From an optimization exercise on the open Yosys and OpenROAD flow, aimed at small area and a short achievable clock period; shortcuts taken in it are not production practice. The RTL was checked by simulation tests, not by an equivalence proof against the original design.

==> inputs of job 3739 <==
// crc_units
module crc_units (
    input  wire        clk,
    input  wire        rst_n,
    input  wire        req_valid,
    input  wire        req_write,
    input  wire [15:0] req_addr,     
    input  wire [1:0]  req_size,     
    input  wire [31:0] req_wdata,
    output reg         rsp_valid,
    output reg         rsp_err,
    output reg  [31:0] rsp_rdata
);
==> module crc_read, before the edit <==
module crc_read (
    input  wire [3:0]  idx,       
    input  wire [31:0] wdata,
    input  wire        en,        
    input  wire        refin,     
    input  wire        refout,
    input  wire [4:0]  wm1,
    input  wire [31:0] poly,
    input  wire [31:0] init,
    input  wire [31:0] xorout,
    input  wire [31:0] val,
    input  wire [31:0] mask,      
    output reg  [31:0] rd,
    output wire [31:0] x_d        
);
    wire [4:0]  sh    = ~wm1;                   
    wire [31:0] c_top = val << sh;
    reg  [31:0] refl;
    integer k;
    always @* begin
        for (k = 0; k < 32; k = k + 1)
            refl[k] = c_top[31 - k];
    end
    wire [31:0] res = ((refout ? refl : val) ^ xorout) & mask;
    reg [31:0] m;
    integer i0, t;
    always @* begin
        for (i0 = 0; i0 < 4; i0 = i0 + 1)
            for (t = 0; t < 8; t = t + 1)
                m[8*i0 + t] = refin ? wdata[8*i0 + t] : wdata[8*i0 + 7 - t];
    end
    wire is_data = (idx == 4'd7) || (idx == 4'd8) || (idx == 4'd9);
    assign x_d = is_data ? refl ^ m : ((idx == 4'd6) ? init : wdata) & mask;
    always @* begin
        case (idx)
            4'd0:    rd = {en, refin, refout, 24'd0, wm1};
            4'd1:    rd = poly & mask;
            4'd2:    rd = init & mask;
            4'd3:    rd = xorout & mask;
            4'd4:    rd = val & mask;
            4'd5:    rd = res;
            default: rd = 32'd0;    
        endcase
    end
endmodule
==> module crc_units, before the edit <==
module crc_units (
    input  wire        clk,
    input  wire        rst_n,
    input  wire        req_valid,
    input  wire        req_write,
    input  wire [15:0] req_addr,     
    input  wire [1:0]  req_size,     
    input  wire [31:0] req_wdata,
    output reg         rsp_valid,
    output reg         rsp_err,
    output reg  [31:0] rsp_rdata
);
    reg        cfg_en    [0:3];
    reg        cfg_refin [0:3];
    reg        cfg_refout[0:3];
    reg [4:0]  cfg_wm1   [0:3];
    reg [31:0] poly      [0:3];
    reg [31:0] init      [0:3];
    reg [31:0] xorout    [0:3];
    reg [31:0] val       [0:3];
    reg        p_v;
    reg        p_dat;    
    reg [1:0]  p_u;
    reg [1:0]  p_n;      
    reg [31:0] p_val;    
    reg [31:0] p_poly;
    reg [4:0]  p_wm1;
    reg [31:0] p_x;      
    wire [31:0] e_res;
    crc_engine u_engine (
        .crc_in (p_val),
        .x      (p_x),
        .poly   (p_poly),
        .wm1    (p_wm1),
        .nbytes (p_n),
        .crc_out(e_res)
    );
    wire [31:0] p_new = p_dat ? e_res : p_x;
    wire [1:0] u       = req_addr[7:6];
    wire [3:0] idx     = req_addr[5:2];
    wire       ok      = (req_addr[15:8] == 8'd0) && (idx <= 4'd9) &&
                         (req_size == 2'd2) && (req_addr[1:0] == 2'b00);
    wire       is_data = (idx == 4'd7) || (idx == 4'd8) || (idx == 4'd9);
    wire        s_en     = cfg_en[u];
    wire        s_refin  = cfg_refin[u];
    wire        s_refout = cfg_refout[u];
    wire [4:0]  s_wm1    = cfg_wm1[u];
    wire [31:0] s_poly   = poly[u];
    wire [31:0] s_init   = init[u];
    wire [31:0] s_xorout = xorout[u];
    wire        hit      = p_v && (p_u == u);
    wire [31:0] s_val    = hit ? p_new : val[u];         
    wire [31:0] mask_u [0:3];
    genvar gm;
    generate
        for (gm = 0; gm < 4; gm = gm + 1) begin : g_mask
            assign mask_u[gm] = 32'hFFFF_FFFF >> ~cfg_wm1[gm];
        end
    endgenerate
    wire [31:0] s_mask = mask_u[u];
    wire err = !ok || (req_write && is_data && !s_en);
    wire wen = req_valid && req_write && !err;
    wire [31:0] rd, x_d;
    crc_read u_read (
        .idx     (idx),
        .wdata   (req_wdata),
        .en      (s_en),
        .refin   (s_refin),
        .refout  (s_refout),
        .wm1     (s_wm1),
        .poly    (s_poly),
        .init    (s_init),
        .xorout  (s_xorout),
        .val     (s_val),
        .mask    (s_mask),
        .rd      (rd),
        .x_d     (x_d)
    );
    always @(posedge clk) begin
        rsp_valid <= rst_n && req_valid;
        rsp_err   <= err;
        rsp_rdata <= (req_write || !ok) ? 32'd0 : rd;
    end
    wire val_wr = (idx == 4'd4) || (idx == 4'd6 && req_wdata[0]);
    always @(posedge clk) begin
        p_v     <= rst_n && wen && (is_data || val_wr);
        p_dat   <= is_data;
        p_u     <= u;
        p_n     <= idx[1:0] + 2'd1;     
        p_val   <= s_val;
        p_poly  <= s_poly;
        p_wm1   <= s_wm1;
        p_x     <= x_d;
    end
    wire        rst    = !rst_n;
    wire [31:0] mw     = req_wdata & s_mask;
    wire [31:0] d_poly = rst ? 32'h04C1_1DB7 : mw;
    wire [31:0] d_ones = rst ? 32'hFFFF_FFFF : mw;
    wire [31:0] d_val  = rst ? 32'hFFFF_FFFF : p_new;
    wire [7:0]  d_cfg  = rst ? 8'b0111_1111 :    
                         {req_wdata[31:29], req_wdata[4:0]};
    genvar g;
    generate
        for (g = 0; g < 4; g = g + 1) begin : g_unit
            wire sel = wen && (u == g);
            always @(posedge clk) begin
                if (rst || (sel && idx == 4'd0))
                    {cfg_en[g], cfg_refin[g], cfg_refout[g], cfg_wm1[g]} <= d_cfg;
                if (rst || (sel && idx == 4'd1)) poly[g]   <= d_poly;
                if (rst || (sel && idx == 4'd2)) init[g]   <= d_ones;
                if (rst || (sel && idx == 4'd3)) xorout[g] <= d_ones;
                if (rst || (p_v && p_u == g))    val[g]    <= d_val;
            end
        end
    endgenerate
endmodule
clock: 70.0 ns
lec_check: 0
cap_margin: 20
core_margin: 2
core_utilization: 40
place_density: 0.6
slew_margin: 20
synth_hierarchical: 1
run.sh (not shown) runs the stock make flow with config.mk's settings and CLKGATE_MAP_FILE= SYNTH_SCRIPT=/design/flow/synth_recipe.tcl, a recipe that flattens the netlist after the stock synthesis.
==> job 9828 (differences from job 3739) <==
--- a/flow/design.v
+++ b/flow/design.v
@@ -2268,49 +2268,4 @@
     assign crc_out = (cs ^ pr) & mask;
 endmodule
-module crc_read (
-    input  wire [3:0]  idx,       
-    input  wire [31:0] wdata,
-    input  wire        en,        
-    input  wire        refin,     
-    input  wire        refout,
-    input  wire [4:0]  wm1,
-    input  wire [31:0] poly,
-    input  wire [31:0] init,
-    input  wire [31:0] xorout,
-    input  wire [31:0] val,
-    input  wire [31:0] mask,      
-    output reg  [31:0] rd,
-    output wire [31:0] x_d        
-);
-    wire [4:0]  sh    = ~wm1;                   
-    wire [31:0] c_top = val << sh;
-    reg  [31:0] refl;
-    integer k;
-    always @* begin
-        for (k = 0; k < 32; k = k + 1)
-            refl[k] = c_top[31 - k];
-    end
-    wire [31:0] res = ((refout ? refl : val) ^ xorout) & mask;
-    reg [31:0] m;
-    integer i0, t;
-    always @* begin
-        for (i0 = 0; i0 < 4; i0 = i0 + 1)
-            for (t = 0; t < 8; t = t + 1)
-                m[8*i0 + t] = refin ? wdata[8*i0 + t] : wdata[8*i0 + 7 - t];
-    end
-    wire is_data = (idx == 4'd7) || (idx == 4'd8) || (idx == 4'd9);
-    assign x_d = is_data ? refl ^ m : ((idx == 4'd6) ? init : wdata) & mask;
-    always @* begin
-        case (idx)
-            4'd0:    rd = {en, refin, refout, 24'd0, wm1};
-            4'd1:    rd = poly & mask;
-            4'd2:    rd = init & mask;
-            4'd3:    rd = xorout & mask;
-            4'd4:    rd = val & mask;
-            4'd5:    rd = res;
-            default: rd = 32'd0;    
-        endcase
-    end
-endmodule
 module crc_units (
     input  wire        clk,
@@ -2365,30 +2320,35 @@
     wire        hit      = p_v && (p_u == u);
     wire [31:0] s_val    = hit ? p_new : val[u];         
-    wire [31:0] mask_u [0:3];
-    genvar gm;
-    generate
-        for (gm = 0; gm < 4; gm = gm + 1) begin : g_mask
-            assign mask_u[gm] = 32'hFFFF_FFFF >> ~cfg_wm1[gm];
-        end
-    endgenerate
-    wire [31:0] s_mask = mask_u[u];
+    wire [4:0]  s_sh   = ~s_wm1;
+    wire [31:0] s_mask = 32'hFFFF_FFFF >> s_sh;
     wire err = !ok || (req_write && is_data && !s_en);
     wire wen = req_valid && req_write && !err;
-    wire [31:0] rd, x_d;
-    crc_read u_read (
-        .idx     (idx),
-        .wdata   (req_wdata),
-        .en      (s_en),
-        .refin   (s_refin),
-        .refout  (s_refout),
-        .wm1     (s_wm1),
-        .poly    (s_poly),
-        .init    (s_init),
-        .xorout  (s_xorout),
-        .val     (s_val),
-        .mask    (s_mask),
-        .rd      (rd),
-        .x_d     (x_d)
-    );
+    wire [31:0] c_top = s_val << s_sh;
+    reg  [31:0] refl;
+    integer k;
+    always @* begin
+        for (k = 0; k < 32; k = k + 1)
+            refl[k] = c_top[31 - k];
+    end
+    wire [31:0] res = ((s_refout ? refl : s_val) ^ s_xorout) & s_mask;
+    reg [31:0] m;
+    integer i0, t;
+    always @* begin
+        for (i0 = 0; i0 < 4; i0 = i0 + 1)
+            for (t = 0; t < 8; t = t + 1)
+                m[8*i0 + t] = s_refin ? req_wdata[8*i0 + t] : req_wdata[8*i0 + 7 - t];
+    end
+    reg [31:0] rd;
+    always @* begin
+        case (idx)
+            4'd0:    rd = {s_en, s_refin, s_refout, 24'd0, s_wm1};
+            4'd1:    rd = s_poly & s_mask;
+            4'd2:    rd = s_init & s_mask;
+            4'd3:    rd = s_xorout & s_mask;
+            4'd4:    rd = s_val & s_mask;
+            4'd5:    rd = res;
+            default: rd = 32'd0;    
+        endcase
+    end
     always @(posedge clk) begin
         rsp_valid <= rst_n && req_valid;
@@ -2405,5 +2365,5 @@
         p_poly  <= s_poly;
         p_wm1   <= s_wm1;
-        p_x     <= x_d;
+        p_x     <= is_data ? refl ^ m : ((idx == 4'd6) ? s_init : req_wdata) & s_mask;
     end
     wire        rst    = !rst_n;
==> flow/flow/run.sh (new file) <==
#!/bin/bash
# Standard ORFS layout (the standard.sh, standard synthesis), with
# timing repair aimed at a setup slack margin so that the resizer works on
# the achieved period (the SDC is unchanged), and ports buffered with
# buf_2 instead of the default buffer cell.
set -euo pipefail
MARGIN=$(cat flow/margin.txt)
bash standard.sh SETUP_SLACK_MARGIN=$MARGIN \
    "BUFFER_PORTS_ARGS=-buffer_cell sky130_fd_sc_hd__buf_2" finish > flow_make.log 2>&1
==> flow/flow/margin.txt (new file) <==
53.7
==> flow/standard.sh (new file) <==
#!/bin/bash
# synth_recipe.tcl (not shown) runs the flow's synth.tcl, then flattens the netlist and writes it again
# the make line also repeats each setting of config.mk as NAME=value (left out here)
make -C /OpenROAD-flow-scripts/flow DESIGN_CONFIG=/design/flow/config.mk WORK_HOME=/design/flow/orfs CLKGATE_MAP_FILE= SYNTH_SCRIPT=/design/flow/synth_recipe.tcl "${@:-finish}"
removed: flow/run.sh
==> job 5491 (differences from job 3739) <==
--- a/flow/design.v
+++ b/flow/design.v
@@ -2279,9 +2279,10 @@
     input  wire [31:0] xorout,
     input  wire [31:0] val,
-    input  wire [31:0] mask,      
+    output wire [31:0] mask,      
     output reg  [31:0] rd,
     output wire [31:0] x_d        
 );
     wire [4:0]  sh    = ~wm1;                   
+    assign      mask  = 32'hFFFF_FFFF >> sh;
     wire [31:0] c_top = val << sh;
     reg  [31:0] refl;
@@ -2365,12 +2366,5 @@
     wire        hit      = p_v && (p_u == u);
     wire [31:0] s_val    = hit ? p_new : val[u];         
-    wire [31:0] mask_u [0:3];
-    genvar gm;
-    generate
-        for (gm = 0; gm < 4; gm = gm + 1) begin : g_mask
-            assign mask_u[gm] = 32'hFFFF_FFFF >> ~cfg_wm1[gm];
-        end
-    endgenerate
-    wire [31:0] s_mask = mask_u[u];
+    wire [31:0] s_mask;
     wire err = !ok || (req_write && is_data && !s_en);
     wire wen = req_valid && req_write && !err;
==> flow/flow/run.sh (new file) <==
#!/bin/bash
# Standard ORFS layout (the standard.sh, standard synthesis), with
# timing repair aimed at a setup slack margin so that the resizer works on
# the achieved period (the SDC is unchanged), and ports buffered with
# buf_2 instead of the default buffer cell.
set -euo pipefail
MARGIN=$(cat flow/margin.txt)
bash standard.sh SETUP_SLACK_MARGIN=$MARGIN \
    "BUFFER_PORTS_ARGS=-buffer_cell sky130_fd_sc_hd__buf_2" finish > flow_make.log 2>&1
==> flow/flow/margin.txt (new file) <==
53.5
==> flow/standard.sh (new file) <==
#!/bin/bash
# synth_recipe.tcl (not shown) runs the flow's synth.tcl, then flattens the netlist and writes it again
# the make line also repeats each setting of config.mk as NAME=value (left out here)
make -C /OpenROAD-flow-scripts/flow DESIGN_CONFIG=/design/flow/config.mk WORK_HOME=/design/flow/orfs CLKGATE_MAP_FILE= SYNTH_SCRIPT=/design/flow/synth_recipe.tcl "${@:-finish}"
removed: flow/run.sh
==> comparison table <==
| metric | job 9828 | job 3739 | job 5491 |
|---|---|---|---|
| Antenna violations before repair | 18 | 7 | 11 |
| Number of placed instances, taps included | 6,029 | 5,892 | 5,876 |
| Number of gates resized after cts | 145 | 0 | 90 |
| Detailed Route WL | 183 mm | 163 mm | 168 mm |
| Synthesis warning total | 16 | 17 | 17 |
| Result of the run | finished clean | finished clean | finished clean |
| Critical Path Most Common Cell | sky130_fd_sc_hd__buf_4 | sky130_fd_sc_hd__buf_4 | sky130_fd_sc_hd__and2_1 |
| Hold Slack | 670 ps | 637 ps | 611 ps |
| Worst path buffer plus inverter count | 5 | 4 | 4 |
| Worst-case register-to-register setup slack | 54,400 ps | 52,330 ps | 54,120 ps |
| Average cell area after synthesis | 10.3 sq um | 10.5 sq um | 10.4 sq um |
| Count of non-CTS buffers in the layout | 326 | 241 | 282 |
| Final min period | 16,480 ps | 18,000 ps | 16,500 ps |
| Number of fillers in the final layout | 10,600 | 10,500 | 10,400 |
| Number of cells on the critical path | 13 | 12 | 13 |
| Netlist area before placement | 45,800 sq um | 45,200 sq um | 45,300 sq um |
| Via count of the routed design | 37,800 | 34,900 | 35,600 |
| FMAX | 0.0607 GHz | 0.0555 GHz | 0.0606 GHz |
| Area of the multi-input gates | 27,200 sq um | 25,700 sq um | 26,400 sq um |

## afterwards: timing with drivers on the ports
Ports are ideal in the flow. The routed layouts listed here were re-timed in OpenROAD.
Step 1 assumes that a clkbuf_16 drives the clock port and a buf_2 every other input.
Step 2 adds t to the input delays and takes it off the output delays; t is the mean of the earliest and latest rising clock arrival at the registers after step 1. Input paths then give back, and output paths get back, about the clock's delay inside the block.
Three values: ideal, step 1, step 2; two values: the first two.
run | t, ns | setup WS [ns] | pins driven straight from the clock port
job 3739 | 0.671 | 51.996 / 51.936 / 51.266 | 1
job 9828 | 0.678 | 53.516 / 53.251 / 52.573 | 1
job 5491 | 0.678 | 53.503 / 53.274 / 52.595 | 1
After both steps setup and hold are still met in every run listed. The setup slack of job 9828, which loses most, moves by -0.265 ns with the drivers and by -0.943 ns with both steps.
